This design comes from an exercise in tuning for small area, a short achievable clock period and few clock cycles per item on the open sky130 flow, not from production work. At most, simulation tests tie the RTL to the original design; equivalence was not proved.

==> v6 <==
Design sha256_engine, start of the top module:
module sha256_engine (
    input  wire         clk,
    input  wire         rst,
    input  wire         in_valid,
    output wire         in_ready,
    input  wire         first,
    input  wire [511:0] block,       
    output reg          out_valid,
    output wire [255:0] digest       
);
Settings: LEC_CHECK=0, CAP_MARGIN=20, CORE_MARGIN=2, CORE_UTILIZATION=40, SLEW_MARGIN=20; clock period 10.0 ns.
standard.sh (not shown) runs the stock make flow with config.mk's settings and CLKGATE_MAP_FILE= SYNTH_SCRIPT=/design/flow/synth_recipe.tcl, a recipe that flattens the netlist after the stock synthesis.
==> flow/flow/run.sh <==
#!/bin/bash
# The standard layout, with port buffers of the smallest buffer cell.
# Each tool's output is in orfs/logs; make's in standard.log.
set -euo pipefail
export SETUP_SLACK_MARGIN=6
export BUFFER_PORTS_ARGS="-buffer_cell sky130_fd_sc_hd__buf_1"
bash standard.sh > standard.log 2>&1
==> v37: changes against v6 <==
==> flow/design.v (replaced) <==
module sha256_engine (
    input  wire         clk,
    input  wire         rst,
    input  wire         in_valid,
    output wire         in_ready,
    input  wire         first,
    input  wire [511:0] block,       
    output reg          out_valid,
    output wire [255:0] digest       
);
    localparam [255:0] IV = {32'h6a09e667, 32'hbb67ae85, 32'h3c6ef372, 32'ha54ff53a,
                             32'h510e527f, 32'h9b05688c, 32'h1f83d9ab, 32'h5be0cd19};
    localparam [2047:0] KR = {
        32'hb5c0fbcf, 32'he9b5dba5, 32'h3956c25b, 32'h59f111f1, 32'h923f82a4, 32'hab1c5ed5, 32'hd807aa98, 32'h12835b01,
        32'h243185be, 32'h550c7dc3, 32'h72be5d74, 32'h80deb1fe, 32'h9bdc06a7, 32'hc19bf174, 32'he49b69c1, 32'hefbe4786,
        32'h0fc19dc6, 32'h240ca1cc, 32'h2de92c6f, 32'h4a7484aa, 32'h5cb0a9dc, 32'h76f988da, 32'h983e5152, 32'ha831c66d,
        32'hb00327c8, 32'hbf597fc7, 32'hc6e00bf3, 32'hd5a79147, 32'h06ca6351, 32'h14292967, 32'h27b70a85, 32'h2e1b2138,
        32'h4d2c6dfc, 32'h53380d13, 32'h650a7354, 32'h766a0abb, 32'h81c2c92e, 32'h92722c85, 32'ha2bfe8a1, 32'ha81a664b,
        32'hc24b8b70, 32'hc76c51a3, 32'hd192e819, 32'hd6990624, 32'hf40e3585, 32'h106aa070, 32'h19a4c116, 32'h1e376c08,
        32'h2748774c, 32'h34b0bcb5, 32'h391c0cb3, 32'h4ed8aa4a, 32'h5b9cca4f, 32'h682e6ff3, 32'h748f82ee, 32'h78a5636f,
        32'h84c87814, 32'h8cc70208, 32'h90befffa, 32'ha4506ceb, 32'hbef9a3f7, 32'hc67178f2, 32'h428a2f98, 32'h71374491};
    function [31:0] rotr;
        input [31:0] x;
        input integer n;
        rotr = (x >> n) | (x << (32 - n));
    endfunction
    function [31:0] maj3;
        input [31:0] x, y, z;
        maj3 = (x & y) | (x & z) | (y & z);
    endfunction
    reg          busy;                 
    reg          prep;                 
    reg          pend;                 
    reg          fq;                   
    reg          hiv;                  
    reg          ivc;                  
    reg          rdy;
    reg  [5:0]   r;                    
    reg          f61, f62, f63;        
    reg  [31:0]  k_q;                  
    reg  [255:0] h_q;                  
    reg  [31:0]  a, b, c, d, e, f, g, h;
    reg  [31:0]  x_q;                  
    reg  [31:0]  w [0:15];             
    assign in_ready = rdy;
    assign digest   = h_q;
    wire idle = ~busy & ~prep;
    wire r62  = f62;
    wire last = f63;
    wire [255:0] hs = hiv ? IV : h_q;
    wire [31:0] H0 = hs[255:224], H1 = hs[223:192], H2 = hs[191:160], H3 = hs[159:128];
    wire [31:0] H4 = hs[127:96],  H5 = hs[95:64],   H6 = hs[63:32],   H7 = hs[31:0];
    wire [31:0] s1   = rotr(e, 6) ^ rotr(e, 11) ^ rotr(e, 25);
    wire [31:0] ch   = (e & f) | (~e & g);
    wire [31:0] s0   = rotr(a, 2) ^ rotr(a, 13) ^ rotr(a, 22);
    wire [31:0] mj   = maj3(a, b, c);
    wire [31:0] p1s  = x_q ^ s1 ^ ch;                    
    wire [31:0] p1c  = {maj3(x_q, s1, ch), 1'b0};
    wire [31:0] p2s  = p1s ^ p1c ^ s0;                   
    wire [31:0] p2c  = {maj3(p1s, p1c, s0), 1'b0};
    wire [31:0] p3s  = p2s ^ p2c ^ mj;                   
    wire [31:0] p3c  = {maj3(p2s, p2c, mj), 1'b0};
    wire [31:0] a_n  = p3s + p3c;
    wire [31:0] q1s  = p1s ^ p1c ^ d;                    
    wire [31:0] q1c  = {maj3(p1s, p1c, d), 1'b0};
    wire [31:0] e_n  = q1s + q1c;
    wire        r61 = f61;
    wire [31:0] ha  = r61 ? H3 : (r62 ? H2 : H1);
    wire [31:0] he  = r61 ? H7 : (r62 ? H6 : H5);
    wire [31:0] za  = a + ha;
    wire [31:0] ze  = e + he;
    wire [31:0] d_s = c + (r62 ? H4 : 32'd0) + (r62 ? ~H0 : 32'd0) + {31'd0, r62};
    wire        xfer    = last | prep;
    wire        load_iv = (prep & (fq | ivc)) | (last & pend & fq);
    wire [31:0] a_in = load_iv ? IV[255:224] : (prep ? h_q[255:224] : a_n);
    wire [31:0] b_in = load_iv ? IV[223:192] : (prep ? h_q[223:192] : (last ? za : a));
    wire [31:0] c_in = load_iv ? IV[191:160] : (xfer ? h_q[191:160] : b);
    wire [31:0] d_in = load_iv ? IV[159:128] : (xfer ? h_q[159:128] : d_s);
    wire [31:0] e_in = load_iv ? IV[127:96]  : (prep ? h_q[127:96]  : e_n);
    wire [31:0] f_in = load_iv ? IV[95:64]   : (prep ? h_q[95:64]   : (last ? ze : e));
    wire [31:0] g_in = load_iv ? IV[63:32]   : (xfer ? h_q[63:32]   : f);
    wire [31:0] h_in = load_iv ? IV[31:0]    : (xfer ? h_q[31:0]    : g);
    wire [31:0] x_n = h_in + (r62 ? H0 : 32'd0) + k_q + w[0];
    wire [31:0] ss0   = rotr(w[1], 7) ^ rotr(w[1], 18) ^ (w[1] >> 3);
    wire [31:0] ss1   = rotr(w[14], 17) ^ rotr(w[14], 19) ^ (w[14] >> 10);
    wire [31:0] w_new = ss1 + w[9] + ss0 + w[0];
    wire wload  = idle | r62;
    integer i;
    always @(posedge clk) begin
        for (i = 0; i < 15; i = i + 1)
            w[i] <= wload ? block[511 - 32*i -: 32] : w[i+1];
        w[15] <= wload ? block[31:0] : w_new;
        x_q <= x_n;
        k_q <= KR[2047 - 32*r -: 32];
        {a, b, c, d, e, f, g, h} <= {a_in, b_in, c_in, d_in, e_in, f_in, g_in, h_in};
        if (r61) begin
            h_q[159:128] <= za;
            h_q[31:0]    <= ze;
        end
        if (r62) begin
            h_q[191:160] <= za;
            h_q[63:32]   <= ze;
        end
        if (last) begin
            h_q[255:224] <= a_n;
            h_q[223:192] <= za;
            h_q[127:96]  <= e_n;
            h_q[95:64]   <= ze;
        end
        if (rst) begin
            busy      <= 1'b0;
            prep      <= 1'b0;
            pend      <= 1'b0;
            ivc       <= 1'b1;
            rdy       <= 1'b1;
            r         <= 6'd62;
            f61       <= 1'b0;
            f62       <= 1'b0;
            f63       <= 1'b0;
            out_valid <= 1'b0;
        end else begin
            out_valid <= last;
            f61 <= busy & (r == 6'd60);
            f62 <= f61;
            f63 <= f62;
            if (idle) begin
                if (in_valid) begin
                    prep <= 1'b1;
                    fq   <= first;
                    rdy  <= 1'b0;
                    r    <= 6'd63;
                end
            end
            if (prep) begin
                prep <= 1'b0;
                busy <= 1'b1;
                r    <= 6'd0;
                hiv  <= fq | ivc;
                ivc  <= 1'b0;
            end
            if (busy) begin
                r   <= r + 6'd1;
                rdy <= f61;
                if (r62 & in_valid) begin
                    pend <= 1'b1;
                    fq   <= first;
                end
                if (last) begin
                    pend <= 1'b0;
                    hiv  <= fq;
                    if (!pend) begin
                        busy <= 1'b0;
                        r    <= 6'd62;
                        rdy  <= 1'b1;
                    end
                end
            end
        end
    end
endmodule
==> flow/run.sh (new file) <==
#!/bin/bash
# synth_recipe.tcl (not shown) runs the flow's synth.tcl, then flattens the netlist and writes it again
# the make line also repeats each setting of config.mk as NAME=value (left out here)
make -C /OpenROAD-flow-scripts/flow DESIGN_CONFIG=/design/flow/config.mk WORK_HOME=/design/flow/orfs CLKGATE_MAP_FILE= SYNTH_SCRIPT=/design/flow/synth_recipe.tcl finish
==> flow/config.mk (replaced) <==
export PLATFORM = sky130hd
export DESIGN_NAME = sha256_engine
export DESIGN_NICKNAME = sha256_engine
export VERILOG_FILES = /design/flow/design.v
export SDC_FILE = /design/flow/constraint.sdc
export NUM_CORES = 4
export LEC_CHECK = 0
export ABC_CLOCK_PERIOD_IN_PS = 5000
export CAP_MARGIN = 20
export CORE_MARGIN = 2
export CORE_UTILIZATION = 40
export SETUP_SLACK_MARGIN = 5
export SLEW_MARGIN = 20
removed: flow/flow/run.sh
removed: flow/standard.sh
==> v11: changes against v6 <==
--- a/flow/design.v
+++ b/flow/design.v
@@ -9,18 +9,18 @@
     output wire [255:0] digest       
 );
     localparam [255:0] IV = {32'h6a09e667, 32'hbb67ae85, 32'h3c6ef372, 32'ha54ff53a,
                              32'h510e527f, 32'h9b05688c, 32'h1f83d9ab, 32'h5be0cd19};
     localparam [2047:0] KR = {
-        32'hb5c0fbcf, 32'he9b5dba5, 32'h3956c25b, 32'h59f111f1, 32'h923f82a4, 32'hab1c5ed5, 32'hd807aa98, 32'h12835b01,
-        32'h243185be, 32'h550c7dc3, 32'h72be5d74, 32'h80deb1fe, 32'h9bdc06a7, 32'hc19bf174, 32'he49b69c1, 32'hefbe4786,
-        32'h0fc19dc6, 32'h240ca1cc, 32'h2de92c6f, 32'h4a7484aa, 32'h5cb0a9dc, 32'h76f988da, 32'h983e5152, 32'ha831c66d,
-        32'hb00327c8, 32'hbf597fc7, 32'hc6e00bf3, 32'hd5a79147, 32'h06ca6351, 32'h14292967, 32'h27b70a85, 32'h2e1b2138,
-        32'h4d2c6dfc, 32'h53380d13, 32'h650a7354, 32'h766a0abb, 32'h81c2c92e, 32'h92722c85, 32'ha2bfe8a1, 32'ha81a664b,
-        32'hc24b8b70, 32'hc76c51a3, 32'hd192e819, 32'hd6990624, 32'hf40e3585, 32'h106aa070, 32'h19a4c116, 32'h1e376c08,
-        32'h2748774c, 32'h34b0bcb5, 32'h391c0cb3, 32'h4ed8aa4a, 32'h5b9cca4f, 32'h682e6ff3, 32'h748f82ee, 32'h78a5636f,
-        32'h84c87814, 32'h8cc70208, 32'h90befffa, 32'ha4506ceb, 32'hbef9a3f7, 32'hc67178f2, 32'h428a2f98, 32'h71374491};
+        32'h71374491, 32'hb5c0fbcf, 32'he9b5dba5, 32'h3956c25b, 32'h59f111f1, 32'h923f82a4, 32'hab1c5ed5, 32'hd807aa98,
+        32'h12835b01, 32'h243185be, 32'h550c7dc3, 32'h72be5d74, 32'h80deb1fe, 32'h9bdc06a7, 32'hc19bf174, 32'he49b69c1,
+        32'hefbe4786, 32'h0fc19dc6, 32'h240ca1cc, 32'h2de92c6f, 32'h4a7484aa, 32'h5cb0a9dc, 32'h76f988da, 32'h983e5152,
+        32'ha831c66d, 32'hb00327c8, 32'hbf597fc7, 32'hc6e00bf3, 32'hd5a79147, 32'h06ca6351, 32'h14292967, 32'h27b70a85,
+        32'h2e1b2138, 32'h4d2c6dfc, 32'h53380d13, 32'h650a7354, 32'h766a0abb, 32'h81c2c92e, 32'h92722c85, 32'ha2bfe8a1,
+        32'ha81a664b, 32'hc24b8b70, 32'hc76c51a3, 32'hd192e819, 32'hd6990624, 32'hf40e3585, 32'h106aa070, 32'h19a4c116,
+        32'h1e376c08, 32'h2748774c, 32'h34b0bcb5, 32'h391c0cb3, 32'h4ed8aa4a, 32'h5b9cca4f, 32'h682e6ff3, 32'h748f82ee,
+        32'h78a5636f, 32'h84c87814, 32'h8cc70208, 32'h90befffa, 32'ha4506ceb, 32'hbef9a3f7, 32'hc67178f2, 32'h428a2f98};
     function [31:0] rotr;
         input [31:0] x;
         input integer n;
         rotr = (x >> n) | (x << (32 - n));
     endfunction
@@ -46,10 +46,27 @@
                 pp = pn;
             end
             add32 = x ^ y ^ {gg[30:0], 1'b0};
         end
     endfunction
+    function [31:0] add32k;
+        input [31:0] x, y;
+        reg   [31:0] gg, pp;
+        integer i, k, j;
+        begin
+            gg = x & y;
+            pp = x ^ y;
+            for (k = 1; k < 32; k = k * 2)
+                for (i = 0; i < 32; i = i + 1)
+                    if (i & k) begin
+                        j = (i / k) * k - 1;
+                        gg[i] = gg[i] | (pp[i] & gg[j]);
+                        pp[i] = pp[i] & pp[j];
+                    end
+            add32k = x ^ y ^ {gg[30:0], 1'b0};
+        end
+    endfunction
     function [31:0] add32s;
         input [31:0] x, y;
         reg   [31:0] gg, pp;
         integer i, k;
         begin
@@ -81,11 +98,10 @@
     reg          liv_q, xfer_q;        
     reg          ivc;                  
     reg          rdy;
     reg  [5:0]   r;                    
     reg          f61, f62, f63;        
-    reg  [31:0]  k_q;                  
     reg  [255:0] h_q;                  
     reg  [31:0]  a, b, c, d, e, f, g, h;
     reg  [31:0]  x_q;                  
     reg  [31:0]  w [0:15];             
     assign in_ready = rdy;
@@ -123,25 +139,25 @@
     wire [31:0] d_in = load_iv ? IV[159:128] : (xfer ? h_q[159:128] : c);
     wire [31:0] e_in = load_iv ? IV[127:96]  : (prep ? h_q[127:96]  : e_n);
     wire [31:0] f_in = load_iv ? IV[95:64]   : (prep ? h_q[95:64]   : (last ? ze : e));
     wire [31:0] g_in = load_iv ? IV[63:32]   : (xfer ? h_q[63:32]   : f);
     wire [31:0] h_in = load_iv ? IV[31:0]    : (xfer ? h_q[31:0]    : g);
-    wire [63:0] x1  = csa(k_q, w[0], h_in);
-    wire [31:0] x_n = add32(x1[31:0], x1[63:32]);
+    wire [31:0] kn  = KR[2047 - 32*r -: 32];
+    wire [63:0] x1  = csa(kn, w[0], h_in);
+    wire [31:0] x_n = add32k(x1[31:0], x1[63:32]);
     wire [31:0] ss0   = rotr(w[1], 7) ^ rotr(w[1], 18) ^ (w[1] >> 3);
     wire [31:0] ss1   = rotr(w[14], 17) ^ rotr(w[14], 19) ^ (w[14] >> 10);
     wire [63:0] m1    = csa(w[0], w[9], ss0);
     wire [63:0] m2    = csa(m1[31:0], m1[63:32], ss1);
-    wire [31:0] w_new = add32(m2[31:0], m2[63:32]);
+    wire [31:0] w_new = add32k(m2[31:0], m2[63:32]);
     wire wload  = idle | r62;
     integer i;
     always @(posedge clk) begin
         for (i = 0; i < 15; i = i + 1)
             w[i] <= wload ? block[511 - 32*i -: 32] : w[i+1];
         w[15] <= wload ? block[31:0] : w_new;
         x_q <= x_n;
-        k_q <= KR[2047 - 32*r -: 32];
         {a, b, c, d, e, f, g, h} <= {a_in, b_in, c_in, d_in, e_in, f_in, g_in, h_in};
         if ((prep & (fq | ivc)) | (f0 & hiv))
             h_q <= IV;
         if (r61) begin
             h_q[159:128] <= za;
==> flow/flow/run.sh (replaced) <==
#!/bin/bash
# The standard layout, with port buffers of the smallest buffer cell.
# Each tool's output is in orfs/logs; make's in standard.log.
set -euo pipefail
export BUFFER_PORTS_ARGS="-buffer_cell sky130_fd_sc_hd__buf_1"
bash standard.sh > standard.log 2>&1
--- a/flow/config.mk
+++ b/flow/config.mk
@@ -6,6 +6,7 @@
 export NUM_CORES = 4
 export LEC_CHECK = 0
 export CAP_MARGIN = 20
 export CORE_MARGIN = 2
 export CORE_UTILIZATION = 40
+export SETUP_SLACK_MARGIN = 5
 export SLEW_MARGIN = 20
==> impl_metrics.env <==
export IMPL_grt_pass1_vias=50238
export IMPL_crit_required_ns=10.47
export IMPL_synth_top_family_by_area="simple AND/OR/NAND/NOR gates"
export IMPL_cp_top_family="adder cells"
export IMPL_run_status="timing/DRC/antenna clean"
export IMPL_post_synth_main_area_contributors="dfxtp_1 (27%), edfxtp_1 (13%), nand2_1 (12%)"
the above is filed under v6

==> impl_metrics.env <==
export IMPL_run_status="timing/DRC/antenna clean"
export IMPL_synth_top_family_by_area="adder cells"
export IMPL_cp_top_family="compound AO/OA/AOI/OAI gates"
the above is filed under v11

==> impl_metrics.env <==
export IMPL_run_status="timing/DRC/antenna clean"
export IMPL_crit_required_ns=10.68
export IMPL_cp_top_family="compound AO/OA/AOI/OAI gates"
the above is filed under v37

Testbench counts of v6, summed over its fixed seeds: cycles 81,944, blocks 1,280.
No functional check of the RTL was part of v37 and v11.

==> static timing again, ports no longer ideal <==
The flow's constraints put no driver on any port. The routed layouts listed below were extracted and timed again, unchanged, in two steps.
Step 1 assumes that a clkbuf_16 drives the clock port and a buf_2 every other input.
Step 2 adds t to the input delays and takes it off the output delays; t is the mean of the earliest and latest rising clock arrival at the registers after step 1. Input paths then give back, and output paths get back, about the clock's delay inside the block.
a / b / c = ideal / step 1 / step 2; a / b = the first two.
run | t, ns | slack for setup (ns) | hold WS [ns]
v6 | 0.838 | 4.969 / 4.969 / 4.969 | 0.411 / 0.411 / 0.411
v37 | 0.839 | 5.092 / 5.092 / 5.092 | 0.415 / 0.415 / 0.415
v11 | 0.817 | 4.881 / 4.881 / 4.881 | 0.440 / 0.440 / 0.440
After both steps setup and hold are still met in every run listed.
